This design comes from an exercise in tuning for small area, a short achievable clock period and few clock cycles on the open sky130 flow, not from production work. In this exercise RTL edits were held to simulation tests only and were not proved equivalent to the original. Power and IR drop assume default switching activity.

`flow/config.mk`:
```
export PLATFORM = sky130hd
export DESIGN_NAME = click_seq
export DESIGN_NICKNAME = click_seq
export VERILOG_FILES = /design/flow/design.v
export SDC_FILE = /design/flow/constraint.sdc
export NUM_CORES = 4
export LEC_CHECK = 0
export CAP_MARGIN = 20
export CORE_MARGIN = 2
export CORE_UTILIZATION = 55
export CTS_BUF_LIST = sky130_fd_sc_hd__clkbuf_8
export SETUP_SLACK_MARGIN = 5
export SLEW_MARGIN = 20
```
`flow/constraint.sdc`:
```
create_clock -name core_clock -period 12.0 [get_ports {clk}]
set_input_delay 2.4000 -clock core_clock [delete_from_list [all_inputs] [get_ports {clk}]]
set_output_delay 2.4000 -clock core_clock [all_outputs]
set_load 0.01 [all_outputs]
```
`flow/design.v`:
```
module click_seq (
    input             clk,
    input             rst,
    input             start,
    input      [9:0]  start_entry,
    input             start_react,
    input      [15:0] start_src,
    input      [2:0]  start_sev,
    input             stop,
    input             retire,
    input      [24:0] step_limit,
    output            imem_en,
    output     [9:0]  imem_addr,
    input      [38:0] imem_rdata,
    output            imem_we,
    output     [38:0] imem_wdata,
    output            obj_req,
    output     [2:0]  obj_op,
    output     [27:0] obj_addr,
    output            obj_hi,
    output     [63:0] obj_wdata,
    input             obj_ack,
    input      [7:0]  obj_status,
    input      [31:0] obj_rdata,
    output            tx_abort,
    input      [31:0] ft_now,
    input      [23:0] evt_set,
    input      [23:0] evt_clr,
    output     [23:0] evt,
    output     [2:0]  state,
    output     [9:0]  pc,
    output     [2:0]  flags,
    output     [3:0]  depth,
    output     [7:0]  fault,
    output     [7:0]  last_status,
    output            fault_raise,
    input      [2:0]  dbg_sel,
    output     [31:0] dbg_rdata
);
    localparam [2:0] SQ_STOPPED = 3'd0, SQ_RUNNING = 3'd1, SQ_WAITING = 3'd2,
                     SQ_FAULTED = 3'd3, SQ_RETIRED = 3'd4;
    localparam [2:0] S_STOP = 3'd0, S_FAULT = 3'd1, S_RETIRED = 3'd2,
                     S_FETCH = 3'd3, S_RUN = 3'd4, S_ACC = 3'd5,
                     S_WAIT = 3'd6, S_FIX = 3'd7;
    localparam [4:0] OP_HALT = 5'h00, OP_LDI  = 5'h01, OP_ADD  = 5'h02,
                     OP_SUB  = 5'h03, OP_AND  = 5'h04, OP_OR   = 5'h05,
                     OP_CMP  = 5'h06, OP_BR   = 5'h07, OP_LDO  = 5'h08,
                     OP_STO  = 5'h09, OP_WAITT= 5'h0A, OP_WAITE= 5'h0B,
                     OP_EMIT = 5'h0C, OP_TXB  = 5'h0D, OP_TXC  = 5'h0E,
                     OP_CALL = 5'h0F, OP_RET  = 5'h10;
    localparam [2:0] ACC_LDO = 3'd0, ACC_STO = 3'd1, ACC_TXB = 3'd2,
                     ACC_TXC = 3'd3, ACC_EMIT = 3'd4;
    localparam [2:0] FLT_ILLEGAL = 3'd1, FLT_STACK = 3'd2, FLT_PC_END = 3'd3,
                     FLT_STEP_LIMIT = 3'd4, FLT_PROG_UE = 3'd5;
    reg [2:0]  fsm;
    reg [9:0]  pc_r;
    reg [31:0] g [0:7];
    reg        fz, fc, fn;
    reg [9:0]  stk [0:7];
    reg [3:0]  sp;
    reg [23:0] evt_r;
    reg [2:0]  fault_r;
    reg [7:0]  last_status_r;
    reg [24:0] steps;
    reg        tx_held;
    reg        tx_abort_r;
    reg        fault_raise_r;
    reg [31:0] tgt;
    reg        nolim;
    reg        wte;       
    reg        ehit_r;    
    reg        tge_r, tm1_r, tmx_r;
    reg        ft0_r;     
    reg [2:0]  oop;
    reg        ohi;
    reg [27:0] oaddr;
    reg        dbl;
    wire s_run  = (fsm == S_RUN);
    wire s_acc  = (fsm == S_ACC);
    wire s_wait = (fsm == S_WAIT);
    reg [5:0]  syn;
    reg        par_err;
    reg [38:0] cw_fix;
    reg        sec_single;
    reg        sec_double;
    integer    p, j;
    always @* begin
        syn = imem_rdata[37:32];
        j = 0;
        for (p = 1; p < 39; p = p + 1) begin
            if ((p & (p - 1)) != 0) begin
                if (imem_rdata[j])
                    syn = syn ^ p[5:0];
                j = j + 1;
            end
        end
        par_err = ^imem_rdata;
        cw_fix = imem_rdata;
        sec_single = 1'b0;
        sec_double = 1'b0;
        if (par_err) begin
            if (syn == 6'd0) begin
                cw_fix[38] = ~imem_rdata[38];
                sec_single = 1'b1;
            end else begin
                j = 0;
                for (p = 1; p < 39; p = p + 1) begin
                    if ((p & (p - 1)) != 0) begin
                        if (syn == p[5:0]) begin
                            cw_fix[j] = ~imem_rdata[j];
                            sec_single = 1'b1;
                        end
                        j = j + 1;
                    end
                end
                for (p = 0; p < 6; p = p + 1) begin
                    if (syn == (6'd1 << p)) begin
                        cw_fix[32 + p] = ~imem_rdata[32 + p];
                        sec_single = 1'b1;
                    end
                end
                if (!sec_single)
                    sec_double = 1'b1;    
            end
        end else if (syn != 6'd0) begin
            sec_double = 1'b1;
        end
    end
    wire ecc_err = par_err || (syn != 6'd0);
    wire [31:0] ins   = imem_rdata[31:0];
    wire [4:0]  i_op  = ins[31:27];
    wire [2:0]  i_rd  = ins[26:24];
    wire [2:0]  i_ra  = ins[23:21];
    wire        i_i   = ins[20];
    wire [2:0]  i_rb  = ins[19:17];
    wire        i_h   = ins[16];
    wire [15:0] i_imm = ins[15:0];
    wire [2:0]  d_sel = s_acc ? i_rd : dbg_sel;
    wire [31:0] va  = g[i_ra];
    wire [31:0] vb  = g[i_rb];
    wire [31:0] vd  = g[d_sel];
    wire [31:0] op2 = i_i ? {16'd0, i_imm} : vb;
    wire rd_z  = (i_rd == 3'd0);
    wire ra_z  = (i_ra == 3'd0);
    wire rb_z  = (i_rb == 3'd0);
    wire imm_z = (i_imm == 16'd0);
    wire op2_ok = i_i ? rb_z : imm_z;
    reg illegal;
    always @* begin
        case (i_op)
            OP_HALT, OP_TXB, OP_RET:
                illegal = (ins[26:0] != 27'd0);
            OP_LDI:
                illegal = !(ra_z && !i_i && rb_z);
            OP_ADD, OP_SUB, OP_AND, OP_OR, OP_WAITE:
                illegal = !(!i_h && op2_ok);
            OP_CMP:
                illegal = !(rd_z && !i_h && op2_ok);
            OP_BR:
                illegal = !(ra_z && !i_i && rb_z && !i_h && i_imm[15:10] == 6'd0 && i_rd != 3'd7);
            OP_LDO:
                illegal = !(!i_i && rb_z && i_imm[15:8] == 8'd0);
            OP_STO:
                illegal = !(!i_h && i_imm[15:8] == 8'd0 && (!i_i || rb_z));
            OP_WAITT:
                illegal = i_h ? !(rd_z && !i_i && rb_z && imm_z)
                              : !(rd_z && ra_z && op2_ok);
            OP_EMIT:
                illegal = !(rd_z && !i_i && !i_h && i_imm[15:4] == 12'd0);
            OP_TXC:
                illegal = !(rd_z && ra_z && !i_h && op2_ok);
            OP_CALL:
                illegal = !(ins[26:16] == 11'd0 && i_imm[15:10] == 6'd0);
            default:
                illegal = 1'b1;
        endcase
    end
    reg br_take;
    always @* begin
        case (i_rd)
            3'd0: br_take = 1'b1;
            3'd1: br_take = fz;
            3'd2: br_take = !fz;
            3'd3: br_take = fc;
            3'd4: br_take = !fc;
            3'd5: br_take = fn;
            3'd6: br_take = !fn;
            default: br_take = 1'b0;
        endcase
    end
    wire is_call   = (i_op == OP_CALL);
    wire is_ret    = (i_op == OP_RET);
    wire redir_imm = (i_op == OP_BR && br_take) || is_call;
    wire stall_op  = (i_op[4:3] == 2'b01) && (i_op[2:0] != 3'b111);    
    wire wait_op   = (i_op[4:1] == 4'b0101);                           
    wire stack_err = (is_call && sp == 4'd8) || (is_ret && sp == 4'd0);
    wire lim_hit   = (steps >= step_limit);
    wire [9:0] pc_p1  = pc_r + 10'd1;
    wire       at_end = (pc_r == 10'd1023);
    wire [9:0] stk_top = stk[sp[2:0] - 3'd1];
    wire        sub  = i_op == OP_SUB || i_op == OP_CMP;
    wire [31:0] aa   = wait_op ? ft_now : va;
    wire [31:0] bb   = op2 ^ {32{sub}};
    wire [33:0] sum2 = {1'b0, aa, 1'b1} + {1'b0, bb, sub};
    wire [32:0] sum  = sum2[33:1];
    wire [31:0] t_diff = ft_now - tgt;
    wire        tick   = ft_now[0] ^ ft0_r;
    wire        t_done = (tge_r && !(tmx_r && tick)) || (tm1_r && tick);
    wire        op2_hz = (op2[30:1] == 30'd0);
    wire        w_abs  = i_h;
    reg [31:0] res;
    always @* begin
        case (i_op[2:0])
            3'd1:    res = {i_h ? i_imm : 16'd0, i_imm};
            3'd4:    res = va & op2;
            3'd5:    res = va | op2;
            default: res = sum[31:0];
        endcase
    end
    wire [23:0] e_hit = evt_r & va[23:0];
    wire        wdone = (wte && ehit_r) || (!(wte && nolim) && t_done);
    wire ctl   = !rst && !((retire || stop) && fsm != S_RETIRED);
    wire e_ok  = s_run && !lim_hit && !ecc_err && !illegal;
    wire wr_hi = ctl && ((e_ok && i_op != OP_HALT && i_op[4:3] == 2'b00 && i_op[2:1] != 2'b11) ||
                         (s_acc && obj_ack && oop == ACC_LDO && obj_status == 8'h00) ||
                         (s_wait && wte && wdone));
    wire wr_lo = wr_hi && !(i_op == OP_LDI && i_h);
    wire [31:0] gw = s_run ? res : s_acc ? obj_rdata : {8'd0, e_hit};
    wire [23:0] evt_take = (s_wait && ctl && wte) ? e_hit : 24'd0;
    wire [23:0] evt_nx   = (evt_r & ~evt_clr & ~evt_take) | evt_set;
    integer k;
    always @(posedge clk) begin
        if (rst) begin
            for (k = 0; k < 8; k = k + 1)
                g[k] <= 32'd0;
        end else if (ctl && start && (fsm == S_STOP || fsm == S_FAULT)) begin
            for (k = 0; k < 8; k = k + 1)
                g[k] <= 32'd0;
            if (start_react) begin
                g[0] <= {16'd0, start_src};
                g[1] <= {29'd0, start_sev};
            end
        end else begin
            if (wr_lo) g[i_rd][15:0]  <= gw[15:0];
            if (wr_hi) g[i_rd][31:16] <= gw[31:16];
        end
    end
    always @(posedge clk) begin
        if (s_run) begin
            tgt   <= ecc_err ? cw_fix[31:0] : (i_op == OP_WAITT && i_h) ? va : sum[31:0];
            nolim <= (op2 == 32'd0);
            wte   <= i_op[0];
            dbl   <= sec_double;
            ohi   <= i_h;
            oaddr <= ecc_err ? {21'd0, cw_fix[38:32]} :
                     (i_op == OP_EMIT) ? {21'd0, va[6:0]} :
                     (i_op == OP_LDO || i_op == OP_STO) ? va[27:0] + {20'd0, i_imm[7:0]} : 28'd0;
            case (i_op)
                OP_LDO:  oop <= ACC_LDO;
                OP_STO:  oop <= ACC_STO;
                OP_TXB:  oop <= ACC_TXB;
                OP_TXC:  oop <= ACC_TXC;
                default: oop <= ACC_EMIT;
            endcase
            if (i_op != OP_LDO) ohi <= 1'b0;
        end
    end
    always @(posedge clk) begin
        tx_abort_r    <= 1'b0;
        fault_raise_r <= 1'b0;
        if (rst) begin
            fsm           <= S_STOP;
            pc_r          <= 10'd0;
            fz            <= 1'b0;
            fc            <= 1'b0;
            fn            <= 1'b0;
            sp            <= 4'd0;
            fault_r       <= 3'd0;
            last_status_r <= 8'd0;
            tx_held       <= 1'b0;
        end else if (retire && fsm != S_RETIRED) begin
            fsm        <= S_RETIRED;
            tx_held    <= 1'b0;
            tx_abort_r <= tx_held;
        end else if (stop && fsm != S_RETIRED) begin
            fsm        <= S_STOP;
            tx_held    <= 1'b0;
            tx_abort_r <= tx_held;
        end else begin
            case (fsm)
                S_STOP, S_FAULT: begin
                    if (start) begin
                        fsm     <= S_RUN;
                        pc_r    <= start_entry;
                        fz      <= 1'b0;
                        fc      <= 1'b0;
                        fn      <= 1'b0;
                        sp      <= 4'd0;
                        fault_r <= 3'd0;
                        steps   <= 25'd0;
                    end
                end
                S_RETIRED: ;
                S_FETCH: fsm <= S_RUN;
                S_RUN: begin
                    if (lim_hit || (!ecc_err && (illegal || stack_err))) begin
                        fsm           <= S_FAULT;
                        fault_r       <= lim_hit ? FLT_STEP_LIMIT :
                                         illegal ? FLT_ILLEGAL : FLT_STACK;
                        fault_raise_r <= 1'b1;
                        tx_held       <= 1'b0;
                        tx_abort_r    <= tx_held;
                    end else if (ecc_err) begin
                        fsm <= S_FIX;
                    end else if (i_op == OP_HALT) begin
                        fsm        <= S_STOP;
                        tx_held    <= 1'b0;
                        tx_abort_r <= tx_held;
                    end else if (stall_op) begin
                        fsm <= wait_op ? S_WAIT : S_ACC;
                    end else begin
                        steps <= steps + 25'd1;
                        if (i_op == OP_CMP) begin
                            fz <= (va == op2);
                            fc <= !sum[32];
                            fn <= (va[31] != op2[31]) ? va[31] : sum[31];
                        end
                        if (is_call) begin
                            stk[sp[2:0]] <= pc_p1;
                            sp <= sp + 4'd1;
                        end
                        if (is_ret)
                            sp <= sp - 4'd1;
                        if (redir_imm)
                            pc_r <= i_imm[9:0];
                        else if (is_ret)
                            pc_r <= stk_top;
                        else if (at_end) begin
                            fsm           <= S_FAULT;
                            fault_r       <= FLT_PC_END;
                            fault_raise_r <= 1'b1;
                            tx_held       <= 1'b0;
                            tx_abort_r    <= tx_held;
                        end else
                            pc_r <= pc_p1;
                    end
                end
                S_ACC: begin
                    if (obj_ack) begin
                        last_status_r <= obj_status;
                        fz <= (obj_status == 8'h00);
                        if (oop == ACC_TXB)
                            tx_held <= (obj_status == 8'h00);
                        if (oop == ACC_TXC)
                            tx_held <= 1'b0;
                        steps <= steps + 25'd1;
                        if (at_end) begin
                            fsm           <= S_FAULT;
                            fault_r       <= FLT_PC_END;
                            fault_raise_r <= 1'b1;
                            tx_held       <= 1'b0;
                            tx_abort_r    <= (oop == ACC_TXB) ? (obj_status == 8'h00) :
                                             (oop == ACC_TXC) ? 1'b0 : tx_held;
                        end else begin
                            fsm  <= S_RUN;
                            pc_r <= pc_p1;
                        end
                    end
                end
                S_WAIT: begin
                    if (wdone) begin
                        steps <= 25'd0;
                        if (at_end) begin
                            fsm           <= S_FAULT;
                            fault_r       <= FLT_PC_END;
                            fault_raise_r <= 1'b1;
                            tx_held       <= 1'b0;
                            tx_abort_r    <= tx_held;
                        end else begin
                            fsm  <= S_RUN;
                            pc_r <= pc_p1;
                        end
                    end
                end
                default: begin    
                    if (dbl) begin
                        fsm           <= S_FAULT;
                        fault_r       <= FLT_PROG_UE;
                        fault_raise_r <= 1'b1;
                        tx_held       <= 1'b0;
                        tx_abort_r    <= tx_held;
                    end else
                        fsm <= S_FETCH;
                end
            endcase
        end
    end
    always @(posedge clk) begin
        if (rst)
            evt_r <= 24'd0;
        else
            evt_r <= evt_nx;
    end
    always @(posedge clk)
        ehit_r <= ((evt_nx & va[23:0]) != 24'd0);
    always @(posedge clk) begin
        ft0_r <= ft_now[0];
        if (s_run) begin
            tge_r <= !w_abs && (op2[31] ? !(op2_hz && !op2[0]) : (op2_hz && !op2[0]));
            tm1_r <= !w_abs && !op2[31] && op2_hz && op2[0];
            tmx_r <= !w_abs && op2[31] && op2_hz && op2[0];
        end else begin
            tge_r <= !t_diff[31];
            tm1_r <= (t_diff == 32'hFFFFFFFF);
            tmx_r <= (t_diff == 32'h7FFFFFFF);
        end
    end
    wire   s_idle     = (fsm == S_STOP) || (fsm == S_FAULT);
    assign imem_en    = (fsm == S_FETCH) || s_run || s_acc || s_wait || (s_idle && start);
    assign imem_addr  = (s_run && redir_imm) ? i_imm[9:0] :
                        (s_run && is_ret)    ? stk_top :
                        (s_idle)             ? start_entry :
                        ((s_run && !stall_op) || (s_acc && obj_ack) || (s_wait && wdone)) ? pc_p1 : pc_r;
    assign imem_we    = (fsm == S_FIX) && !dbl;
    assign imem_wdata = {oaddr[6:0], tgt};
    assign obj_req   = s_acc;
    assign obj_op    = oop;
    assign obj_addr  = oaddr;
    assign obj_hi    = ohi;
    assign obj_wdata[31:0]  = (oop == ACC_STO)  ? vd :
                              (oop == ACC_TXC)  ? (i_i ? {16'd0, i_imm} : vb) :
                              (oop == ACC_EMIT) ? {28'd0, i_imm[3:0]} : 32'd0;
    assign obj_wdata[63:32] = ((oop == ACC_STO && !i_i) || oop == ACC_EMIT) ? vb : 32'd0;
    assign tx_abort  = tx_abort_r;
    assign evt = evt_r;
    assign state = (fsm == S_STOP)    ? SQ_STOPPED :
                   (fsm == S_FAULT)   ? SQ_FAULTED :
                   (fsm == S_RETIRED) ? SQ_RETIRED :
                   (s_wait || (s_acc && oop == ACC_TXC)) ? SQ_WAITING : SQ_RUNNING;
    assign pc          = pc_r;
    assign flags       = {fn, fc, fz};
    assign depth       = sp;
    assign fault       = {5'd0, fault_r};
    assign last_status = last_status_r;
    assign fault_raise = fault_raise_r;
    assign dbg_rdata   = vd;
endmodule
```
`flow/flow/run.sh`:
```
#!/bin/bash
# The standard layout (the standard.sh), with the port buffers that
# global placement inserts made from the smallest buffer cell instead of
# the delay buffer buffer_ports picks by itself. Every input and output
# port still gets its own buffer. The flow's full output goes to
# standard_flow.log; ORFS keeps each step's log under orfs/logs/.
set -euo pipefail
export BUFFER_PORTS_ARGS="-buffer_cell sky130_fd_sc_hd__buf_1"
bash standard.sh finish > standard_flow.log 2>&1
```
`flow/standard.sh`:
```
#!/bin/bash
# synth_recipe.tcl (not shown) runs the flow's synth.tcl, then flattens the netlist and writes it again
# the make line also repeats each setting of config.mk as NAME=value (left out here)
make -C /OpenROAD-flow-scripts/flow DESIGN_CONFIG=/design/flow/config.mk WORK_HOME=/design/flow/orfs CLKGATE_MAP_FILE= SYNTH_SCRIPT=/design/flow/synth_recipe.tcl "${@:-finish}"
```
==> results of run 1 <==
placed cells by master (no fill, tap or decap), types with 16 or more instances in the layout:
master	n
dfxtp_1	63
nand3_1	85
a21oi_1	207
nand4_1	33
nor2b_1	26
nand2b_1	58
mux2i_1	58
ha_1	185
o21ai_0	162
a22o_1	18
xnor2_1	153
a211oi_1	40
or2_2	21
o221ai_1	16
nor3_1	51
o21bai_1	17
nor2_1	523
mux2_2	31
nor4_1	20
buf_4	105
xor2_1	62
mux4_2	208
a21o_1	38
and3_1	47
o211ai_1	23
edfxtp_1	428
buf_1	441
clkinv_1	26
inv_1	229
a21oi_2	17
clkbuf_8	91
a31oi_1	85
nand2_1	340
path summary, 6_finish.rpt:
kind / from / end / slack, ns / cells past startpoint
max: imem_rdata[23] / g[2][30] / 4.91 / 19
min: fault_r[2] / fault_r[2] / 0.48 / 2
max reg2reg: steps[12] / g[3][31] / 6.72 / 12
min reg2reg: fault_r[2] / fault_r[2] / 0.48 / 2
per-layer routing:
metal / GRT usage (%) / vias to the layer above / share of wire (%)
li1: - / 14960 / -
met4: 25.52 / 4 / 7.0
met5: 0 / - / 0.017
met3: 13.03 / 538 / 14
met1: 60.71 / 17100 / 37
met2: 63.72 / 2840 / 42
power by group through the flow:
stage / combinational, mW / sequential [mW] / clock, mW
floorplan: 1.08 / 2.05 / 0
global placement: 1.67 / 2.06 / 0
detailed placement: 1.67 / 2.06 / 0
CTS: 1.70 / 2.03 / 1.54
global route: 1.88 / 2.04 / 1.61
finish: 1.81 / 2.03 / 1.53
per-stage QoR:
step                cell area, um^2  util (%)  worst slack, ns  total power [mW]
floorplan                     37610         -            4.928             3.125
global placement              40140     59.66            3.405             3.730
detailed placement            40140     59.66            3.273             3.732
CTS                           42440     63.09            4.841             5.275
global route                  43000     63.91            4.856             5.529
finish                        43000     63.91            4.912             5.380
cells by family (layout without fill, tap and decap cells):
| logic type | after synthesis | after routing | share of synthesized area (%) |
|---|---|---|---|
| buffers and inverters | 478 | 972 | 5.148 |
| other | 1 | 8 | 0.01002 |
| AOI/OAI and AO/OA | 806 | 807 | 13.70 |
| adders and majority gates | 189 | 189 | 6.378 |
| muxes | 316 | 316 | 15.52 |
| and+or+nand+nor | 1307 | 1307 | 15.65 |
| xor gates and xnor gates | 231 | 231 | 5.886 |
| DFF | 491 | 491 | 37.70 |
what timing repair did:
action / in CTS / in global routing
endpoints found under the setup margin: 382 / 339
pin swaps: 4 / 7
setup buffers: 12 / 12
gates resized for setup: 104 / 81
cloned: 5 / 7
worst min-delay path, delay by kind of cell (launching register included):
kind / cells / cell delay [ns]
DFF: 1 / 0.33
and+or+nand+nor: 1 / 0.06
AOI/OAI and AO/OA: 1 / 0.05
state kept, by name (all words and copies together) (netlist names), 3 cells and up:
register,count
pc_r,10
oop,3
steps,25
g,256
last_status_r,8
fault_r,3
tgt,32
stk,80
fsm,3
oaddr,28
sp,4
evt_r,24
cell type report:
cell class                 count  area [um^2]  share of cell area [%]
antenna                        3        7.507                 0.01746
clock buffer                  89         1225                   2.849
clock inverter                72        431.7                   1.004
inverter                     216        825.8                   1.920
multi-input combinational   2855        22060                   51.31
sequential                   491        14110                   32.82
tap                          873         1092                   2.540
timing repair buffer         595         3239                   7.533
==> results.sh, run 1 <==
export IMPL_run_status="complete, no violations"
export IMPL_total_number_of_vias=35440
export IMPL_final_period_utilization_pct=59.07
export IMPL_post_synth_num_cell_types=86
export IMPL_synth_seq_area_share_pct=37.70
export IMPL_clk_transition_reported_paths_ns=0.06
export IMPL_portBuffers=459
export IMPL_power_frac_clock_pct=28.5
export IMPL_p_leak_nw=16.20
export IMPL_avgRoutedWirePerCell_um=31.11
export IMPL_postRouteWirelength_um=161600
export IMPL_grt_pass1_vias=32800
export IMPL_synth_most_common_cell="nor2_1"
export IMPL_slew_violations=0
export IMPL_netlist_top_cells_area="edfxtp_1, mux4_2, ha_1"
export IMPL_floorplan_rows=95
export IMPL_clock_fmax_ghz=0.1411
export IMPL_synth_area_per_cell_um2=9.802
export IMPL_largest_net_degree_at_the_start_of_global_routing=66
export IMPL_holdCritPathClass="reg2reg"
export IMPL_ir_worst_vdd_mv=0.1200
export IMPL_postSynthRegisterBits=491
export IMPL_clock_root_buffer="clkbuf_8"
export IMPL_cell_internal_pwr_mw=3.335
export IMPL_power_combinational_fraction_pct=33.7
export IMPL_areal_power_density_over_the_cells_nw_per_um2=125.1
export IMPL_grt_setup_unrepaired="yes"
export IMPL_worst_hold_slack_ns=0.4835
export IMPL_synth_top_area_share_pct=34.33
export IMPL_tritoncts_num_buffers=88
export IMPL_sw_frac_of_total_pct=38.01
export IMPL_layout_cell_share_with_drive_strength_beyond_1_pct=15.28
export IMPL_pwr_share_seq_pct=37.8
export IMPL_detailedPlacementHpwl_um=114600
export IMPL_setup_cp_type="in2reg"
export IMPL_cp_buffers_inverters=5
export IMPL_crit_required_ns=12.45
export IMPL_die_width_um=264.9
export IMPL_clk_latency_ns=0.75
export IMPL_drc_errors=0
export IMPL_areaGrowthSynthToFinish_pct=14.87
export IMPL_cp_top_family="compound AO/OA/AOI/OAI gates"
export IMPL_cp_arrival_ns=7.54
export IMPL_cts_sink_count=491
export IMPL_delay_of_the_slowest_cell_on_the_worst_path_ns=0.51
export IMPL_post_synth_edffs=428
export IMPL_synth_area_um2=37430
export IMPL_total_routing_usage_gr_pct=44.61
export IMPL_critical_path_slowest_cell="o211ai_1"
export IMPL_postCtsHoldBufs=0
export IMPL_yosys_area_top_type="edfxtp_1"
export IMPL_cts_htree_levels=3
export IMPL_worst_slew_pin_transition_ns=1.108
export IMPL_setup_viol=0
export IMPL_grt_pass1_wl_um=225900
export IMPL_drt_vias_per_instance=6.822
export IMPL_synth_async_reset_ratio_pct=0
export IMPL_initialDrtViolationCount=5417
export IMPL_final_cell_count_no_fill=5194
export IMPL_core_area_um2=67280
export IMPL_final_net_count=4659
export IMPL_ant_nets=0
export IMPL_detail_route_first_pass_iterations=8
export IMPL_timing_hold_violations_final=0
export IMPL_synthTopCellsByCount="nor2_1, edfxtp_1, nand2_1, a21oi_1"
export IMPL_place_congestion=1.061
export IMPL_timing_critical_path_cells="clkbuf_2, buf_6, clkinv_1, buf_6, nand2_1, nand2_1, inv_1, a21oi_1, ha_1, nand2_1, o21bai_1, a32oi_1, o211ai_1, a211oi_2, o31ai_1, xor2_1, o221a_2, a21oi_4, nor2_1"
export IMPL_io_pin_count=465
export IMPL_setup_worst_path_start_class="input port"
export IMPL_cp_end_kind="register"
export IMPL_fin_tns_setup_ns=0
export IMPL_critical_path_most_common_cell="nand2_1"
export IMPL_clk_path_buf_depth=3
export IMPL_yosysWarningCount=1
export IMPL_cp_max_fo=32
export IMPL_filler_cells=5726
export IMPL_placed_cells_incl_taps=4994
export IMPL_total_switching_power_mw=2.045
export IMPL_worst_clock_skew_ns=0.03704
export IMPL_initial_utilization_pct=55.64
export IMPL_postSynthCellCount=3819
export IMPL_cts_tree="done"
export IMPL_total_grt_overflow=0
export IMPL_die_area_um2=70160
export IMPL_max_slew_margin_rel_pct=26.11
export IMPL_final_period_minus_worst_setup_slack_ns=7.088
export IMPL_die_h_um=264.9
export IMPL_ys_dominant_reg_cell="edfxtp_1"
export IMPL_antenna_found_initial=3
export IMPL_cap_violations=0
Testbench counts, summed over its fixed seeds: cycles 139,756.
==> inputs of run 2 (changes only) <==
==> flow/flow/run.sh (replaced) <==
#!/bin/bash
# The standard layout (the standard.sh) with two changes to how it is
# made:
# - the port buffers that global placement inserts use the smallest
#   buffer cell instead of the delay buffer buffer_ports picks by itself
#   (every input and output port still gets its own buffer);
# - timing repair aims for 6 ns of setup margin, fixing the worst path
#   only (TNS_END_PERCENT 0), so it keeps shortening the critical path
#   without upsizing every path below the margin.
# The flow's full output goes to standard_flow.log; ORFS keeps each
# step's log under orfs/logs/.
set -euo pipefail
export BUFFER_PORTS_ARGS="-buffer_cell sky130_fd_sc_hd__buf_1"
bash standard.sh SETUP_SLACK_MARGIN=6 TNS_END_PERCENT=0 finish > standard_flow.log 2>&1
==> run 2 against run 1 <==
Effect of this change:
- clock skew rose by 0.015 ns
- sequential power barely moved
- register-to-register slack improved by 0.15 ns
- clock power grew 12%
- first-iteration DRC count rose by 11%
- synthesized cell count did not move
- still clean on timing, DRC and antenna
- fmax up 1.5%
- via count grew 0.41%
==> results.sh, run 2 <==
export IMPL_run_status="complete, no violations"
export IMPL_initial_utilization_pct=55.64
export IMPL_post_synth_edffs=428
export IMPL_clock_root_buffer="clkbuf_8"
export IMPL_cp_max_fo=17
export IMPL_worst_clock_skew_ns=0.05202
export IMPL_clk_path_buf_depth=3
export IMPL_cts_sink_count=491
export IMPL_post_route_cell_area_um2=43490
export IMPL_synth_top_area_share_pct=34.33
export IMPL_initialDrtViolationCount=6013
export IMPL_cp_arrival_ns=4.58
export IMPL_ant_nets=0
export IMPL_crit_required_ns=9.60
export IMPL_synth_async_reset_ratio_pct=0
export IMPL_timing_critical_path_cells="clkbuf_4, buf_12, or3_1, nor2_2, nand2_2, clkinv_4, nand2_4, a21oi_1, nor3_2, a21oi_1, buf_2"
export IMPL_multi_input_area_um2=22160
export IMPL_yosysWarningCount=1
export IMPL_synthTopCellsByCount="nor2_1, edfxtp_1, nand2_1, a21oi_1"
export IMPL_synth_area_um2=37430
export IMPL_cp_end_kind="output pin"
export IMPL_postPlaceCellArea_um2=40230
export IMPL_drt_vias_per_instance=6.837
export IMPL_grt_setup_unrepaired="yes"
export IMPL_power_combinational_fraction_pct=32.7
export IMPL_total_switching_power_mw=2.072
export IMPL_io_pin_count=465
export IMPL_max_slew_margin_rel_pct=23.30
export IMPL_clock_fmax_ghz=0.1433
export IMPL_core_area_um2=67280
export IMPL_power_frac_clock_pct=30.9
export IMPL_p_leak_nw=16.40
export IMPL_total_routing_usage_gr_pct=45.49
export IMPL_largest_net_degree_at_the_start_of_global_routing=69
export IMPL_final_period_utilization_pct=58.17
export IMPL_worst_setup_path_startpoint="imem_rdata[29]"
export IMPL_postRouteWirelength_um=162900
export IMPL_cap_violations=0
export IMPL_drc_errors=0
export IMPL_detailedPlacementHpwl_um=115400
export IMPL_die_h_um=264.9
export IMPL_grt_pass1_wl_um=229800
export IMPL_floorplan_rows=95
export IMPL_commonest_cells_after_routing_fill_and_taps_aside="nor2_1, buf_1, edfxtp_1, nand2_1, inv_1"
export IMPL_final_net_count=4665
export IMPL_mostFrequentLayoutCell="nor2_1"
export IMPL_avgRoutedWirePerCell_um=31.29
export IMPL_sw_frac_of_total_pct=37.11
export IMPL_final_period_minus_worst_setup_slack_ns=6.980
export IMPL_portBuffers=459
export IMPL_critical_path_most_common_cell="a21oi_1"
export IMPL_pwr_share_seq_pct=36.4
export IMPL_yosys_area_top_type="edfxtp_1"
export IMPL_largest_register_ff_count=256
export IMPL_timing_hold_violations_final=0
export IMPL_ir_worst_vdd_mv=0.1128
export IMPL_cell_internal_pwr_mw=3.512
export IMPL_antenna_found_initial=6
export IMPL_die_area_um2=70160
export IMPL_detail_route_first_pass_iterations=8
export IMPL_fin_tns_setup_ns=0
export IMPL_tritoncts_num_buffers=87
export IMPL_clk_transition_reported_paths_ns=0.07
export IMPL_clk_latency_ns=0.74
export IMPL_cts_tree="done"
export IMPL_worst_hold_slack_ns=0.4822
export IMPL_grt_pass1_vias=33080
export IMPL_netlist_top_cells_area="edfxtp_1, mux4_2, ha_1"
export IMPL_postSynthCellCount=3819
export IMPL_filler_cells=5551
export IMPL_setup_viol=0
export IMPL_areaGrowthSynthToFinish_pct=16.19
export IMPL_place_congestion=1.037
export IMPL_areal_power_density_over_the_cells_nw_per_um2=128.4
export IMPL_placed_cells_incl_taps=4988
export IMPL_holdCritPathClass="reg2reg"
export IMPL_cp_top_family="simple AND/OR/NAND/NOR gates"
export IMPL_delay_of_the_slowest_cell_on_the_worst_path_ns=0.41
export IMPL_synth_seq_area_share_pct=37.70
export IMPL_holdCritStartpoint="fault_r[2]"
export IMPL_cts_htree_levels=3
export IMPL_slew_violations=0
export IMPL_ys_dominant_reg_cell="edfxtp_1"
export IMPL_synth_most_common_cell="nor2_1"
export IMPL_total_grt_overflow=0
export IMPL_worst_slew_pin_transition_ns=1.140
export IMPL_critical_path_slowest_cell="or3_1"
export IMPL_postSynthRegisterBits=491
export IMPL_layout_cell_share_with_drive_strength_beyond_1_pct=15.94
export IMPL_critical_path_reg2reg_startpoint="g[0][16]"
export IMPL_setup_cp_type="in2out"
export IMPL_total_number_of_vias=35580
export IMPL_synth_area_per_cell_um2=9.802
export IMPL_setup_worst_path_start_class="input port"
export IMPL_final_cell_count_no_fill=5204
export IMPL_post_synth_num_cell_types=86
export IMPL_seq_area_um2=14110
export IMPL_die_width_um=264.9
export IMPL_largest_register="g"
export IMPL_cp_buffers_inverters=4
==> run 2: cell counts after synthesis <==
No cell type changed its count.
==> run 2: cell families after synthesis <==
group                    count (synthesis)  synth area share, %
XOR/XNOR                               231                5.886
other                                    1              0.01002
AND/OR/NAND/NOR                       1307                15.65
buffers and inverters                  478                5.148
AO/OA/AOI/OAI                          806                13.70
multiplexers                           316                15.52
adder cells (fa/ha/maj)                189                6.378
flip-flops                             491                37.70
==> run 2: area by class of cell <==
cell class	instances	area share, %
inverters	216	1.910
well taps	873	2.512
multi-input cells	2855	50.94
diodes	3	0.01726
clock buffers	94	2.975
clock inverters	70	1.323
repair buffers	602	7.868
flip-flops and latches	491	32.45
==> run 2: final timing paths <==
path                                endpoint  slack, ns  cells past startpoint
worst min-delay path              fault_r[2]       0.48                      2
worst max-delay path            imem_addr[5]       5.02                     11
worst min register to register    fault_r[2]       0.48                      2
worst max register to register      g[7][31]       6.87                     17
==> run 2: what timing repair did <==
item / CTS / global route
cloned: 11 / 1
setup endpoints to repair: 790 / 793
pin swaps: 14 / 11
hold buffers: 0 / 0
setup buffers: 29 / 8
gates resized for setup: 161 / 26
==> run 2: through the flow <==
stage | setup WS, ns | util [%] | power (mW)
finish | 5.020 | 64.65 | 5.584
global route | 5.026 | 64.65 | 5.732
CTS | 5.158 | 64.34 | 5.481
detailed placement | 3.331 | 59.80 | 3.733
global placement | 3.422 | 59.79 | 3.734
floorplan | 5.465 | - | 3.143
==> run 2: layer usage <==
metal / vias up / GRT usage [%] / share of wire (%)
met5: - / 0 / 0.017
met1: 17060 / 60.18 / 36
met2: 2982 / 65.84 / 42
met4: 4 / 26.54 / 6.9
li1: 14980 / - / -
met3: 561 / 14.47 / 15
==> run 2: worst reg2reg max path, stage by stage (launching register included) <==
cell and delay [ns]:
edfxtp_1 0.42, mux4_2 0.47, nand2_1 0.08, nand2_1 0.39
inv_1 0.39, a21oi_1 0.13, ha_1 0.42, a21o_1 0.21
a21o_1 0.19, a21oi_1 0.19, o21ai_0 0.28, a21o_1 0.28
nand3b_1 0.15, o21ai_0 0.21, xor2_1 0.39, a21oi_1 0.14
a21oi_2 0.40, nor2_1 0.10
==> run 2: power by group through the flow <==
| stage | Combinational, mW | Sequential, mW | Clock, mW |
|---|---|---|---|
| floorplan | 1.10 | 2.05 | 0 |
| CTS | 1.73 | 2.03 | 1.72 |
| detailed placement | 1.67 | 2.06 | 0 |
| global route | 1.90 | 2.04 | 1.79 |
| finish | 1.83 | 2.03 | 1.72 |
| global placement | 1.67 | 2.06 | 0 |
==> inputs of run 3 (changes only) <==
--- a/flow/design.v
+++ b/flow/design.v
@@ -73,7 +73,7 @@
     reg        ft0_r;     
     reg [2:0]  oop;
     reg        ohi;
-    reg [27:0] oaddr;
+    reg [6:0]  chk;       
     reg        dbl;
     wire s_run  = (fsm == S_RUN);
     wire s_acc  = (fsm == S_ACC);
@@ -140,6 +140,8 @@
     wire [31:0] vb  = g[i_rb];
     wire [31:0] vd  = g[d_sel];
     wire [31:0] op2 = i_i ? {16'd0, i_imm} : vb;
+    wire        ldst = (i_op[4:1] == 4'b0100);                         
+    wire [31:0] opb = (i_i || ldst) ? {16'd0, i_imm} : vb;
     wire rd_z  = (i_rd == 3'd0);
     wire ra_z  = (i_ra == 3'd0);
     wire rb_z  = (i_rb == 3'd0);
@@ -200,7 +202,7 @@
     wire [9:0] stk_top = stk[sp[2:0] - 3'd1];
     wire        sub  = i_op == OP_SUB || i_op == OP_CMP;
     wire [31:0] aa   = wait_op ? ft_now : va;
-    wire [31:0] bb   = op2 ^ {32{sub}};
+    wire [31:0] bb   = opb ^ {32{sub}};
     wire [33:0] sum2 = {1'b0, aa, 1'b1} + {1'b0, bb, sub};
     wire [32:0] sum  = sum2[33:1];
     wire [31:0] t_diff = ft_now - tgt;
@@ -247,14 +249,15 @@
     end
     always @(posedge clk) begin
         if (s_run) begin
-            tgt   <= ecc_err ? cw_fix[31:0] : (i_op == OP_WAITT && i_h) ? va : sum[31:0];
+            tgt   <= ecc_err ? cw_fix[31:0] :
+                     (i_op == OP_WAITT && i_h) ? va :
+                     (i_op == OP_EMIT) ? {25'd0, va[6:0]} :
+                     (i_op == OP_TXB || i_op == OP_TXC) ? 32'd0 : sum[31:0];
+            chk   <= cw_fix[38:32];
             nolim <= (op2 == 32'd0);
             wte   <= i_op[0];
             dbl   <= sec_double;
             ohi   <= i_h;
-            oaddr <= ecc_err ? {21'd0, cw_fix[38:32]} :
-                     (i_op == OP_EMIT) ? {21'd0, va[6:0]} :
-                     (i_op == OP_LDO || i_op == OP_STO) ? va[27:0] + {20'd0, i_imm[7:0]} : 28'd0;
             case (i_op)
                 OP_LDO:  oop <= ACC_LDO;
                 OP_STO:  oop <= ACC_STO;
@@ -422,10 +425,10 @@
                         (s_idle)             ? start_entry :
                         ((s_run && !stall_op) || (s_acc && obj_ack) || (s_wait && wdone)) ? pc_p1 : pc_r;
     assign imem_we    = (fsm == S_FIX) && !dbl;
-    assign imem_wdata = {oaddr[6:0], tgt};
+    assign imem_wdata = {chk, tgt};
     assign obj_req   = s_acc;
     assign obj_op    = oop;
-    assign obj_addr  = oaddr;
+    assign obj_addr  = tgt[27:0];
     assign obj_hi    = ohi;
     assign obj_wdata[31:0]  = (oop == ACC_STO)  ? vd :
                               (oop == ACC_TXC)  ? (i_i ? {16'd0, i_imm} : vb) :
==> run 3 against run 2 <==
Effect of this change:
- still clean on timing, DRC and antenna
- combinational power up 8%
- critical path depth up 5
- core utilization up 0.77 points
- count of clock-buffer cells in the layout down 14
==> results.sh, run 3 <==
export IMPL_run_status="complete, no violations"
export IMPL_worst_slew_pin_transition_ns=1.421
export IMPL_synthTopCellsByCount="nor2_1, edfxtp_1, nand2_1, o21ai_0, mux4_2"
export IMPL_grtUsageMet3_pct=21.24
export IMPL_drc_errors=0
export IMPL_initial_utilization_pct=55.85
export IMPL_largest_register="g"
export IMPL_final_period_utilization_pct=58.34
export IMPL_worst_clock_skew_ns=0.05391
export IMPL_netlist_top_cells_area="edfxtp_1, mux4_2, ha_1"
export IMPL_portBuffers=459
export IMPL_grt_pass1_wl_um=247800
export IMPL_post_synth_edffs=407
export IMPL_core_area_um2=66100
export IMPL_initialDrtViolationCount=7483
export IMPL_total_grt_overflow=0
export IMPL_groute_layer_met1_usage_pct=59.03
export IMPL_io_pin_count=465
export IMPL_total_power_mw=5.490
export IMPL_synth_area_per_cell_um2=9.689
export IMPL_cp_max_fo=40
export IMPL_crit_required_ns=12.50
export IMPL_slew_violations=0
export IMPL_cts_sink_count=470
export IMPL_ys_dominant_reg_cell="edfxtp_1"
export IMPL_detail_route_first_pass_iterations=12
export IMPL_largest_register_ff_count=256
export IMPL_layout_cell_share_with_drive_strength_beyond_1_pct=17.13
export IMPL_cts_htree_levels=3
export IMPL_avgRoutedWirePerCell_um=34.77
export IMPL_total_routing_usage_gr_pct=49.32
export IMPL_filler_cells=5141
export IMPL_die_area_um2=69210
export IMPL_globalRoute_busiestLayer="met2"
export IMPL_clk_transition_reported_paths_ns=0.07
export IMPL_die_h_um=263.1
export IMPL_total_number_of_vias=37680
export IMPL_p_leak_nw=16.35
export IMPL_clock_root_buffer="clkbuf_8"
export IMPL_final_period_minus_worst_setup_slack_ns=7.000
export IMPL_floorplan_rows=94
export IMPL_postSynthRegisterBits=470
export IMPL_areaGrowthSynthToFinish_pct=17.14
export IMPL_cts_tree="done"
export IMPL_yosysWarningCount=1
export IMPL_grt_setup_unrepaired="yes"
export IMPL_cap_violations=0
export IMPL_postRouteWirelength_um=179100
export IMPL_areal_power_density_over_the_cells_nw_per_um2=127.0
export IMPL_postCtsHoldBufs=0
export IMPL_setup_viol=0
export IMPL_yosys_area_top_type="edfxtp_1"
export IMPL_ant_nets=0
export IMPL_ir_worst_vdd_mv=0.1117
export IMPL_max_slew_margin_rel_pct=4.481
export IMPL_setup_worst_path_start_class="input port"
export IMPL_timing_hold_violations_final=0
export IMPL_die_width_um=263.1
export IMPL_fin_tns_setup_ns=0
export IMPL_setup_cp_type="in2reg"
export IMPL_place_congestion=1.094
export IMPL_clk_path_buf_depth=3
export IMPL_clk_latency_ns=0.72
export IMPL_antenna_found_initial=16
export IMPL_mostFrequentLayoutCell="nor2_1"
export IMPL_commonest_cells_after_routing_fill_and_taps_aside="nor2_1, buf_1, edfxtp_1, nand2_1, inv_1"
export IMPL_postSynthCellCount=3810
export IMPL_synth_area_um2=36910
export IMPL_synth_async_reset_ratio_pct=0
export IMPL_worst_hold_slack_ns=0.5154
export IMPL_post_synth_num_cell_types=82
export IMPL_cp_arrival_ns=7.50
export IMPL_final_net_count=4623
export IMPL_largest_net_degree_at_the_start_of_global_routing=62
export IMPL_clock_fmax_ghz=0.1428
export IMPL_grtUsageMet2_pct=72.14
export IMPL_synth_top_area_share_pct=33.11
export IMPL_tritoncts_num_buffers=79
export IMPL_holdCritPathClass="reg2reg"
export IMPL_synth_seq_area_share_pct=36.53
export IMPL_grt_pass1_vias=35400
export IMPL_drt_vias_per_instance=7.314
export IMPL_detailedPlacementHpwl_um=125200
export IMPL_synth_most_common_cell="nor2_1"
export IMPL_cp_end_kind="register"
run 3: path summary, 6_finish.rpt:
check                   start          endpoint  slack (ns)  cells past startpoint
min reg2reg  last_status_r[0]  last_status_r[0]        0.52                      2
max            imem_rdata[22]          g[5][27]        5.00                     16
min          last_status_r[0]  last_status_r[0]        0.52                      2
max reg2reg         steps[12]          g[2][10]        6.49                     12
run 3: worst max-delay path, cell delays in order:
cell,delay (ns)
clkbuf_8,0.31
buf_8,0.42
mux4_2,0.40
nand2_1,0.12
nand2_2,0.23
inv_2,0.28
a21oi_1,0.18
ha_1,0.45
a21o_1,0.25
a2111o_1,0.43
nor2_2,0.43
a211oi_1,0.17
a21oi_2,0.22
xor2_1,0.20
a221o_2,0.56
a211oi_1,0.34
run 3: where the power goes:
part           internal (mW)  total, mW  leakage, nW  switching (mW)
registers               1.87       1.96         4.60          0.0856
logic                  0.671       1.97         10.8            1.30
clock network          0.826       1.56        0.914           0.735
run 3: cell families after synthesis:
group           after synthesis  share of synthesized area [%]
compound gates              841                          14.39
xor+xnor                    210                          5.691
fa+ha+maj                   181                          6.176
buf+inv                     493                          5.427
flops                       470                          36.53
mux                         323                          16.10
other cells                   1                        0.01016
simple gates               1291                          15.68
run 3: per-layer routing:
| layer | wire length (um) | vias to the layer above |
|---|---|---|
| met2 | 74910 | 3937 |
| li1 | - | 14920 |
| met4 | 16120 | 12 |
| met3 | 30720 | 1114 |
| met1 | 57110 | 17700 |
| met5 | 208 | - |
run 3: area by class of cell:
cell class                 count  area, um^2  area share [%]
inverter                     209       813.3           1.881
timing repair buffer         603        3649           8.437
timing repair inverter         1       5.005         0.01157
clock inverter                61       533.0           1.233
sequential                   470       13480           31.18
multi-input combinational   2855       22560           52.16
tap                          864        1081           2.500
clock buffer                  80        1101           2.546
antenna                        8       20.02         0.04630
run 3: through the flow:
step | setup slack [ns] | cell area (um^2) | std cells | util (%)
3_5_place_dp | 3.065 | 39320 | 4930 | 59.49
2_1_floorplan | 5.437 | 37350 | 3814 | -
6_report | 5.000 | 43240 | 5151 | 65.42
4_1_cts | 5.172 | 42700 | 5126 | 64.61
5_1_grt | 5.065 | 43230 | 5148 | 65.41
3_3_place_gp | 3.093 | 39310 | 4929 | 59.46
run 3: timing repair:
item / 4_1_cts / 5_1_grt
endpoints found under the setup margin: 779 / 764
pin swaps: 11 / 14
setup buffers: 39 / 14
gates cloned: 16 / 3
gates resized for setup: 248 / 70
Testbench counts of run 3, summed over its fixed seeds: cycles 139,756.
==> inputs of run 4 (changes only) <==
==> flow/flow/run.sh (replaced) <==
#!/bin/bash
# The standard layout (the standard.sh), with the port buffers that
# global placement inserts made from the smallest buffer cell instead of
# the delay buffer buffer_ports picks by itself. Every input and output
# port still gets its own buffer. The flow's full output goes to
# standard_flow.log; ORFS keeps each step's log under orfs/logs/.
set -euo pipefail
export BUFFER_PORTS_ARGS="-buffer_cell sky130_fd_sc_hd__buf_1"
bash standard.sh finish > standard_flow.log 2>&1
==> run 4 against run 3 <==
Effect of this change:
- still clean on timing, DRC and antenna
- non-clock buffer count is 4 lower
- area after synthesis stayed put
- combinational power shrank 5%
- setup slack got worse by 0.13 ns
- core utilization fell by 1.2 points
- synthesized cell count is the same
- sequential share of layout area grew 0.58 points
- clock skew shrank 0.019 ns
- flip-flop and latch count unchanged
- power is 2.8% lower
- largest cell class unchanged
- highest routed layer unchanged
==> results.sh, run 4 <==
export IMPL_core_area_um2=66100
export IMPL_clk_path_buf_depth=3
export IMPL_die_width_um=263.1
export IMPL_synth_seq_area_share_pct=36.53
export IMPL_post_synth_num_cell_types=82
export IMPL_postRouteWirelength_um=164400
export IMPL_cts_htree_levels=3
export IMPL_max_slew_margin_rel_pct=25.78
export IMPL_drt_vias_per_instance=6.906
export IMPL_clk_latency_ns=0.73
export IMPL_ir_worst_vdd_mv=0.09757
export IMPL_yosysWarningCount=1
export IMPL_postPlaceCellArea_um2=39300
export IMPL_final_period_minus_worst_setup_slack_ns=7.129
export IMPL_largest_net_degree_at_the_start_of_global_routing=64
export IMPL_clock_fmax_ghz=0.1403
export IMPL_detailedPlacementHpwl_um=118300
export IMPL_die_h_um=263.1
export IMPL_p_leak_nw=16.02
export IMPL_portBuffers=459
export IMPL_grt_setup_unrepaired="yes"
export IMPL_synth_most_common_cell="nor2_1"
export IMPL_die_area_um2=69210
export IMPL_synth_async_reset_ratio_pct=0
export IMPL_antenna_found_initial=7
export IMPL_mostFrequentLayoutCell="nor2_1"
export IMPL_fin_tns_setup_ns=0
export IMPL_filler_cells=5613
export IMPL_post_route_cell_area_um2=42460
export IMPL_slew_violations=0
export IMPL_placed_cells_incl_taps=4932
export IMPL_ys_dominant_reg_cell="edfxtp_1"
export IMPL_yosys_area_top_type="edfxtp_1"
export IMPL_worst_clock_skew_ns=0.03442
export IMPL_final_period_utilization_pct=59.41
export IMPL_largest_register="g"
export IMPL_post_synth_edffs=407
export IMPL_total_routing_usage_gr_pct=45.98
export IMPL_setup_worst_path_start_class="input port"
export IMPL_crit_required_ns=9.60
export IMPL_synthTopCellsByCount="nor2_1, edfxtp_1, nand2_1, o21ai_0, mux4_2"
export IMPL_areaGrowthSynthToFinish_pct=15.02
export IMPL_grt_pass1_vias=33270
export IMPL_clock_root_buffer="clkbuf_8"
export IMPL_grt_pass1_wl_um=231600
export IMPL_worst_slew_pin_transition_ns=1.106
export IMPL_timing_hold_violations_final=0
export IMPL_total_number_of_vias=35560
export IMPL_synth_top_area_share_pct=33.11
export IMPL_worst_hold_slack_ns=0.5076
export IMPL_postCtsHoldBufs=0
export IMPL_total_power_mw=5.336
export IMPL_floorplan_rows=94
export IMPL_cts_sink_count=470
export IMPL_final_cell_count_no_fill=5149
export IMPL_avgRoutedWirePerCell_um=31.94
export IMPL_layout_cell_share_with_drive_strength_beyond_1_pct=15.97
export IMPL_areal_power_density_over_the_cells_nw_per_um2=125.7
export IMPL_synth_area_um2=36910
export IMPL_synth_area_per_cell_um2=9.689
export IMPL_initial_utilization_pct=55.85
export IMPL_postSynthCellCount=3810
export IMPL_ant_nets=0
export IMPL_holdCritPathClass="reg2reg"
export IMPL_detail_route_first_pass_iterations=11
export IMPL_setup_cp_type="in2out"
export IMPL_drc_errors=0
export IMPL_final_net_count=4619
export IMPL_cap_violations=0
export IMPL_tritoncts_num_buffers=81
export IMPL_cp_arrival_ns=4.73
export IMPL_place_congestion=1.048
export IMPL_cts_tree="done"
export IMPL_clk_transition_reported_paths_ns=0.06
export IMPL_cp_end_kind="output pin"
export IMPL_commonest_cells_after_routing_fill_and_taps_aside="nor2_1, buf_1, edfxtp_1, nand2_1, o21ai_0"
export IMPL_initialDrtViolationCount=5555
export IMPL_netlist_top_cells_area="edfxtp_1, mux4_2, ha_1"
export IMPL_total_grt_overflow=0
export IMPL_postSynthRegisterBits=470
export IMPL_cp_max_fo=21
export IMPL_largest_register_ff_count=256
export IMPL_io_pin_count=465
export IMPL_run_status="complete, no violations"
export IMPL_setup_viol=0
-- run 4: cell types whose count changed in the layout (fill, tap and decap cells not counted), moves of 6 or more --
| cell | before | now |
|---|---|---|
| mux2i_4 | 22 | 9 |
| clkinv_1 | 15 | 25 |
| clkbuf_8 | 82 | 88 |
| buf_2 | 12 | 5 |
| buf_4 | 98 | 104 |
| o21ai_0 | 206 | 222 |
| buf_1 | 429 | 438 |
| mux2i_1 | 34 | 41 |
| buf_12 | 17 | 10 |
| bufbuf_16 | 11 | 1 |
| o21ai_2 | 19 | 7 |
| mux2i_2 | 8 | 15 |
-- run 4: path summary, 6_finish.rpt --
kind               startpoint                to  slack [ns]  depth (start not counted)
max            imem_rdata[19]     obj_wdata[27]        4.87                          7
min reg2reg  last_status_r[7]  last_status_r[7]        0.51                          2
max reg2reg         steps[12]          g[3][29]        6.85                         11
min          last_status_r[7]  last_status_r[7]        0.51                          2
-- run 4: cells by family (layout without fill, tap and decap cells) --
| group | after synthesis | after routing | share of synthesized area (%) |
|---|---|---|---|
| compound gates | 841 | 841 | 14.39 |
| xor+xnor | 210 | 210 | 5.691 |
| mux | 323 | 324 | 16.10 |
| simple gates | 1291 | 1292 | 15.68 |
| fa+ha+maj | 181 | 181 | 6.176 |
| flops | 470 | 470 | 36.53 |
| buf+inv | 493 | 959 | 5.427 |
| other cells | 1 | 8 | 0.01016 |
-- run 4: routing by layer --
layer	routed length, um	part of all wire, %	global-route usage (%)	up-vias
met1	58110	35	59.46	17130
met4	11620	7.1	26.35	8
met3	24510	15	15.77	610
li1	-	-	-	14910
met2	70140	43	67.38	2908
met5	52	0.032	0.2079	-
-- run 4: what timing repair did --
action,in CTS,in global routing
setup buffers,17,30
pin swaps,7,9
gates cloned,9,7
gates resized for setup,128,90
endpoints found under the setup margin,725,506
-- run 4: cell type report --
cell class | instances | area [um^2] | area share, %
diodes | 3 | 7.507 | 0.01768
clock buffers | 85 | 1170 | 2.755
clock inverters | 65 | 459.2 | 1.082
inverters | 209 | 802.0 | 1.889
multi-input cells | 2853 | 22160 | 52.20
flip-flops and latches | 470 | 13480 | 31.76
well taps | 864 | 1081 | 2.546
repair buffers | 599 | 3287 | 7.742
repair inverters | 1 | 5.005 | 0.01179
-- run 4: through the flow --
stage	utilization, %	setup slack (ns)
floorplan	-	5.003
global placement	59.44	3.244
detailed placement	59.46	3.175
CTS	63.23	4.960
global route	64.23	4.907
finish	64.23	4.871
-- run 4: worst max-delay path, stage by stage --
cell	delay [ns]
buf_2	0.18
inv_6	0.27
buf_8	0.37
mux2i_1	0.30
or2_2	0.40
o21ai_0	0.52
buf_1	0.23
-- run 4: power breakdown --
part | internal (mW) | leakage, nW | switching, mW
clock | 0.780 | 0.897 | 0.742
combinational | 0.646 | 10.5 | 1.22
sequential | 1.87 | 4.60 | 0.0769
==> inputs of run 5 (changes only) <==
--- a/flow/config.mk
+++ b/flow/config.mk
@@ -7,7 +7,7 @@
 export LEC_CHECK = 0
 export CAP_MARGIN = 20
 export CORE_MARGIN = 2
-export CORE_UTILIZATION = 55
+export CORE_UTILIZATION = 65
 export CTS_BUF_LIST = sky130_fd_sc_hd__clkbuf_8
 export SETUP_SLACK_MARGIN = 5
 export SLEW_MARGIN = 20
==> run 5 against run 4 <==
Effect of this change:
- register-to-register slack lost 0.24 ns
- count of clock-buffer cells in the layout grew 4
- combinational power is essentially flat
- first-iteration DRC count grew 37%
- final cell count shrank 2.5%
- setup slack lost 0.033 ns
- still clean
- clock skew grew 0.025 ns
- critical path depth grew 10
==> results.sh, run 5 <==
export IMPL_synth_async_reset_ratio_pct=0
export IMPL_synth_seq_area_share_pct=36.53
export IMPL_initialDrtViolationCount=7613
export IMPL_preCtsSetupSlack_ns=3.187
export IMPL_setup_cp_type="in2reg"
export IMPL_total_switching_power_mw=2.102
export IMPL_post_route_cell_area_um2=42550
export IMPL_worst_hold_slack_ns=0.5294
export IMPL_cts_htree_levels=3
export IMPL_total_grt_overflow=0
export IMPL_worst_clock_skew_ns=0.05896
export IMPL_initial_utilization_pct=65.59
export IMPL_total_routing_usage_gr_pct=52.33
export IMPL_postLayoutCoreUtil_pct=75.61
export IMPL_core_area_um2=56280
export IMPL_timing_hold_violations_final=0
export IMPL_postSynthRegisterBits=470
export IMPL_mostFrequentLayoutCell="nor2_1"
export IMPL_r2r_end="g[0][27]"
export IMPL_cts_tree="done"
export IMPL_ys_dominant_reg_cell="edfxtp_1"
export IMPL_place_congestion=1.054
export IMPL_holdPathStages=2
export IMPL_drc_errors=0
export IMPL_fin_tns_setup_ns=0
export IMPL_final_net_count=4594
export IMPL_setup_viol=0
export IMPL_tritoncts_num_buffers=81
export IMPL_detail_route_first_pass_iterations=15
export IMPL_yosysWarningCount=1
export IMPL_clk_path_buf_depth=3
export IMPL_layout_cell_share_with_drive_strength_beyond_1_pct=15.93
export IMPL_cts_sink_count=470
export IMPL_largest_register_ff_count=256
export IMPL_r2r_worst_path_cells=17
export IMPL_final_period_utilization_pct=59.68
export IMPL_final_cell_count_no_fill=5018
export IMPL_final_period_minus_worst_setup_slack_ns=7.162
export IMPL_postSynthCellCount=3810
export IMPL_synth_area_um2=36910
export IMPL_slew_violations=0
export IMPL_clock_fmax_ghz=0.1396
export IMPL_total_power_mw=5.492
export IMPL_synth_most_common_cell="nor2_1"
export IMPL_worst_slew_pin_transition_ns=1.229
export IMPL_portBuffers=459
export IMPL_die_h_um=242.3
export IMPL_cp_max_fo=24
export IMPL_drt_vias_per_instance=7.513
export IMPL_post_synth_num_cell_types=82
export IMPL_power_combinational_fraction_pct=34.6
export IMPL_placed_cells_incl_taps=4816
export IMPL_worst_setup_path_startpoint="imem_rdata[21]"
export IMPL_clk_latency_ns=0.76
export IMPL_clk_transition_reported_paths_ns=0.07
export IMPL_hold_end="last_status_r[7]"
export IMPL_io_pin_count=465
export IMPL_clock_root_buffer="clkbuf_8"
export IMPL_die_width_um=242.3
export IMPL_timing_reg2reg_setup_slack_ns=6.61
export IMPL_antenna_found_initial=6
export IMPL_die_area_um2=58710
export IMPL_detailedPlacementHpwl_um=111500
export IMPL_post_synth_edffs=407
export IMPL_total_number_of_vias=37700
export IMPL_holdCritStartpoint="last_status_r[7]"
export IMPL_areal_power_density_over_the_cells_nw_per_um2=129.1
export IMPL_ir_worst_vdd_mv=0.1240
export IMPL_run_status="complete, no violations"
export IMPL_largest_register="g"
export IMPL_cap_violations=0
export IMPL_avgRoutedWirePerCell_um=33.41
export IMPL_synth_top_area_share_pct=33.11
export IMPL_max_slew_margin_rel_pct=17.88
export IMPL_postRouteWirelength_um=167700
export IMPL_cp_end_kind="register"
export IMPL_cell_internal_pwr_mw=3.390
export IMPL_floorplan_rows=87
export IMPL_pwr_share_seq_pct=35.7
export IMPL_areaGrowthSynthToFinish_pct=15.27
export IMPL_setup_worst_path_start_class="input port"
export IMPL_yosys_area_top_type="edfxtp_1"
export IMPL_postPlaceCellArea_um2=39080
export IMPL_commonest_cells_after_routing_fill_and_taps_aside="nor2_1, buf_1, edfxtp_1, nand2_1, inv_1"
export IMPL_netlist_top_cells_area="edfxtp_1, mux4_2, ha_1"
export IMPL_crit_required_ns=12.47
export IMPL_holdCritPathClass="reg2reg"
export IMPL_p_leak_nw=16.16
export IMPL_grt_pass1_wl_um=224000
export IMPL_synthTopCellsByCount="nor2_1, edfxtp_1, nand2_1, o21ai_0, mux4_2"
export IMPL_largest_net_degree_at_the_start_of_global_routing=68
export IMPL_cp_arrival_ns=7.63
export IMPL_sw_frac_of_total_pct=38.27
export IMPL_ant_nets=0
export IMPL_synth_area_per_cell_um2=9.689
export IMPL_grt_pass1_vias=33790
export IMPL_grt_setup_unrepaired="yes"
export IMPL_power_frac_clock_pct=29.7
export IMPL_postCtsHoldBufs=0
export IMPL_timing_final_ws_setup_ns=4.838
export IMPL_critical_path_reg2reg_startpoint="g[1][1]"
==> run 5: cell types whose count changed in the layout (fill, tap and decap cells not counted), sizes merged, moves of 2 or more <==
cell           change
buf               -34
clkinv             -9
clkbuf             +8
clkdlybuf4s15      +4
diode              +4
bufinv             +3
bufbuf             +2
==> run 5: power groups by stage <==
stage               registers, mW  clock network (mW)  logic, mW
finish                       1.96                1.63       1.90
global route                 1.96                1.66       1.95
CTS                          1.95                1.58       1.71
detailed placement           1.98                   0       1.66
global placement             1.97                   0       1.66
floorplan                    1.95                   0       1.11
==> run 5: how the worst max path moves through the flow <==
stage	to	slack, ns	depth (start not counted)
detailed placement	g[5][6]	3.19	13
global route	obj_wdata[9]	4.84	8
global placement	g[5][1]	3.35	13
finish	g[0][27]	4.84	17
floorplan	g[4][16]	5.00	19
CTS	obj_wdata[12]	4.92	10
==> run 5: layout make-up <==
cell class                      instances  area, um^2
Antenna cell                            7       17.52
Clock buffer                           89        1225
Clock inverter                         59       504.2
Fill cell                            3815       13730
Inverter                              209       797.0
Multi-Input combinational cell       2852       22290
Sequential cell                       470       13480
Tap cell                              756       945.9
Timing Repair Buffer                  575        3286
Timing Repair inverter                  1       5.005
==> run 5: per-layer routing <==
layer / share of wire [%] / GRT usage [%] / wire length (um) / vias to the layer above
li1: - / - / - / 14840
met1: 31 / 65.17 / 51670 / 17370
met2: 40 / 74.37 / 67580 / 4205
met3: 18 / 21.44 / 30580 / 1276
met4: 11 / 35.91 / 17660 / 6
met5: 0.089 / 0.8987 / 150 / -
==> run 5: logic make-up after synthesis <==
family          after synthesis  share of synthesized area (%)
other cells                   1                        0.01016
xor+xnor                    210                          5.691
compound gates              841                          14.39
simple gates               1291                          15.68
mux                         323                          16.10
buf+inv                     493                          5.427
flops                       470                          36.53
fa+ha+maj                   181                          6.176
==> run 5: critical path: stages <==
cell	delay [ns]
clkbuf_8	0.36
buf_16	0.28
mux4_2	0.56
nand2_1	0.09
nand2_1	0.34
inv_1	0.25
a21oi_1	0.10
ha_1	0.42
a21o_1	0.24
a2111o_1	0.42
o21ai_0	0.16
a21o_1	0.26
a211oi_1	0.10
a21oi_2	0.20
xor2_1	0.17
a221o_1	0.62
a211oi_1	0.57
==> run 5: what timing repair did <==
item	4_1_cts	5_1_grt
hold endpoints to repair	0	0
resized for setup	118	129
gates cloned	8	10
pin swaps	4	7
setup buffers	6	22
setup endpoints to repair	708	432
==> inputs of run 6 (changes only) <==
==> flow/config.mk (replaced) <==
export PLATFORM = sky130hd
export DESIGN_NAME = click_seq
export DESIGN_NICKNAME = click_seq
export VERILOG_FILES = /design/flow/design.v
export SDC_FILE = /design/flow/constraint.sdc
export NUM_CORES = 4
export LEC_CHECK = 0
export CAP_MARGIN = 0
export CORE_MARGIN = 2
export CORE_UTILIZATION = 55
export CTS_BUF_LIST = sky130_fd_sc_hd__clkbuf_8
export SETUP_SLACK_MARGIN = 5
export SLEW_MARGIN = 0
==> run 6 against run 5 <==
Effect of this change:
- sequential share of layout area grew 0.20 points
- core utilization down 12 points
- first-iteration DRC count is 26% lower
- worst hold slack got worse by 0.032 ns
- still clean on timing, DRC and antenna
- largest power group unchanged
- highest routed layer unchanged
- design area is 0.63% lower
- sequential power hardly changed
- count of clock-buffer cells in the layout stayed put
- register-to-register slack gained 0.25 ns
==> results.sh, run 6 <==
export IMPL_grt_pass1_vias=33040
export IMPL_fin_tns_setup_ns=0
export IMPL_cp_max_fo=24
export IMPL_detailedPlacementHpwl_um=118200
export IMPL_seq_area_um2=13480
export IMPL_layout_cell_share_with_drive_strength_beyond_1_pct=15.37
export IMPL_grt_setup_unrepaired="yes"
export IMPL_clk_transition_reported_paths_ns=0.06
export IMPL_groute_layer_met1_usage_pct=58.92
export IMPL_clock_root_buffer="clkbuf_8"
export IMPL_synthTopCellsByCount="nor2_1, edfxtp_1, nand2_1, o21ai_0, mux4_2"
export IMPL_final_net_count=4595
export IMPL_worst_slew_pin_transition_ns=1.286
export IMPL_multi_input_area_um2=22160
export IMPL_cp_buffers_inverters=3
export IMPL_synth_seq_area_share_pct=36.53
export IMPL_yosysWarningCount=1
export IMPL_yosys_area_top_type="edfxtp_1"
export IMPL_die_width_um=263.1
export IMPL_initialDrtViolationCount=5631
export IMPL_hold_end="last_status_r[7]"
export IMPL_post_synth_num_cell_types=82
export IMPL_max_slew_margin_rel_pct=13.33
export IMPL_commonest_cells_after_routing_fill_and_taps_aside="nor2_1, buf_1, edfxtp_1, nand2_1, inv_1"
export IMPL_die_area_um2=69210
export IMPL_timing_reg2reg_setup_slack_ns=6.86
export IMPL_postSynthRegisterBits=470
export IMPL_post_synth_edffs=407
export IMPL_setup_cp_type="in2out"
export IMPL_total_number_of_vias=35430
export IMPL_grt_pass1_wl_um=231300
export IMPL_run_status="complete, no violations"
export IMPL_synth_top_area_share_pct=33.11
export IMPL_grtUsageMet2_pct=67.57
export IMPL_total_routing_usage_gr_pct=46.01
export IMPL_place_congestion=1.048
export IMPL_drt_vias_per_instance=6.917
export IMPL_ant_nets=0
export IMPL_total_power_mw=5.332
export IMPL_crit_required_ns=9.60
export IMPL_synth_area_um2=36910
export IMPL_cts_sink_count=470
export IMPL_postCtsHoldBufs=0
export IMPL_holdPathStages=2
export IMPL_preCtsSetupSlack_ns=3.176
export IMPL_holdCritPathClass="reg2reg"
export IMPL_setup_viol=0
export IMPL_critical_path_slowest_cell="mux2i_1"
export IMPL_io_pin_count=465
export IMPL_largest_net_degree_at_the_start_of_global_routing=64
export IMPL_r2r_worst_path_cells=15
export IMPL_clk_path_buf_depth=3
export IMPL_postPlaceCellArea_um2=39290
export IMPL_tritoncts_num_buffers=82
export IMPL_postSynthCellCount=3810
export IMPL_mostFrequentLayoutCell="nor2_1"
export IMPL_drc_errors=0
export IMPL_synth_area_per_cell_um2=9.689
export IMPL_initial_utilization_pct=55.85
export IMPL_total_grt_overflow=0
export IMPL_critical_path_reg2reg_startpoint="g[1][1]"
export IMPL_floorplan_rows=94
export IMPL_portBuffers=459
export IMPL_grtUsageMet3_pct=16.85
export IMPL_cp_arrival_ns=4.70
export IMPL_timing_hold_violations_final=0
export IMPL_cts_htree_levels=3
export IMPL_die_h_um=263.1
export IMPL_final_period_minus_worst_setup_slack_ns=7.100
export IMPL_path_depth=7
export IMPL_largest_register_ff_count=256
[run 6: cell counts after synthesis]
No cell type changed its count.
[run 6: power breakdown]
group	internal [mW]	switching (mW)
Clock	0.784	0.749
Combinational	0.639	1.21
Sequential	1.87	0.0766
Total	3.30	2.04
[run 6: how the worst max path moves through the flow]
stage                         from            end  slack, ns
floorplan           imem_rdata[21]       g[4][16]       5.00
global placement    imem_rdata[17]       g[4][30]       3.24
detailed placement  imem_rdata[29]       g[1][30]       3.18
CTS                      ft_now[0]   imem_addr[4]       4.91
global route        imem_rdata[19]  obj_wdata[15]       4.86
finish              imem_rdata[18]  obj_wdata[30]       4.90
[run 6: metrics by stage]
stage,util (%),instances
floorplan,-,3814
global placement,59.44,4931
detailed placement,59.44,4931
CTS,63.18,5103
global route,63.96,5121
finish,63.97,5122
[run 6: layout make-up]
class                      instances  share of cell area [%]
inverter                         209                   1.891
antenna                            2                 0.01184
timing repair buffer             574                   7.306
clock inverter                    60                   1.015
multi-input combinational       2853                   52.42
sequential                       470                   31.89
timing repair inverter             1                 0.01184
tap                              864                   2.557
clock buffer                      89                   2.897
[run 6: per-layer routing]
layer  vias to the layer above  share of wire, %
met5                         -             0.052
met4                        14               7.0
met3                       622                15
met2                      2972                42
met1                     16980                35
li1                      14840                 -
[run 6: logic make-up after synthesis]
logic type,count (synthesis),share of synthesized area (%)
muxes,323,16.10
buffers and inverters,493,5.427
DFF,470,36.53
xor gates and xnor gates,210,5.691
adders and majority gates,181,6.176
and+or+nand+nor,1291,15.68
AOI/OAI and AO/OA,841,14.39
other,1,0.01016
[run 6: timing repair]
item                       CTS  global route
setup buffers               14            11
pin swaps                    4             5
resized for setup          125            89
setup endpoints to repair  726           548
cloned                       9             6
[run 6: worst register-to-register path: cells and delay by family, from the launching register on]
| family | cells | cell delay (ns) |
|---|---|---|
| flip-flops | 1 | 0.44 |
| buffers and inverters | 1 | 0.26 |
| AO/OA/AOI/OAI | 6 | 2.20 |
| adder cells (fa/ha/maj) | 1 | 0.38 |
| multiplexers | 1 | 0.47 |
| XOR/XNOR | 1 | 0.29 |
| AND/OR/NAND/NOR | 5 | 0.79 |

## separate check: timing with driven ports
Ports are ideal in the flow. The routed layouts listed here were re-timed in OpenROAD.
Step 1 assumes that a clkbuf_16 drives the clock port and a buf_2 every other input.
Step 2, shift: input delay + t, output delay - t, t = (earliest + latest rising clock arrival at the registers) / 2. This alone moves slack from input paths to output paths.
a / b / c = no drivers / after step 1 / after step 2; a / b = the first two.
run	shift t [ns]	setup slack, ns
run 1	0.794	4.912 / 4.871 / 4.159
run 2	0.784	5.020 / 4.964 / 4.273
run 3	0.774	5.000 / 4.960 / 4.222
run 4	0.776	4.871 / 4.780 / 4.152
run 5	0.790	4.838 / 4.808 / 4.049
run 6	0.789	4.900 / 4.794 / 4.166
After both steps setup and hold are still met in every run listed.
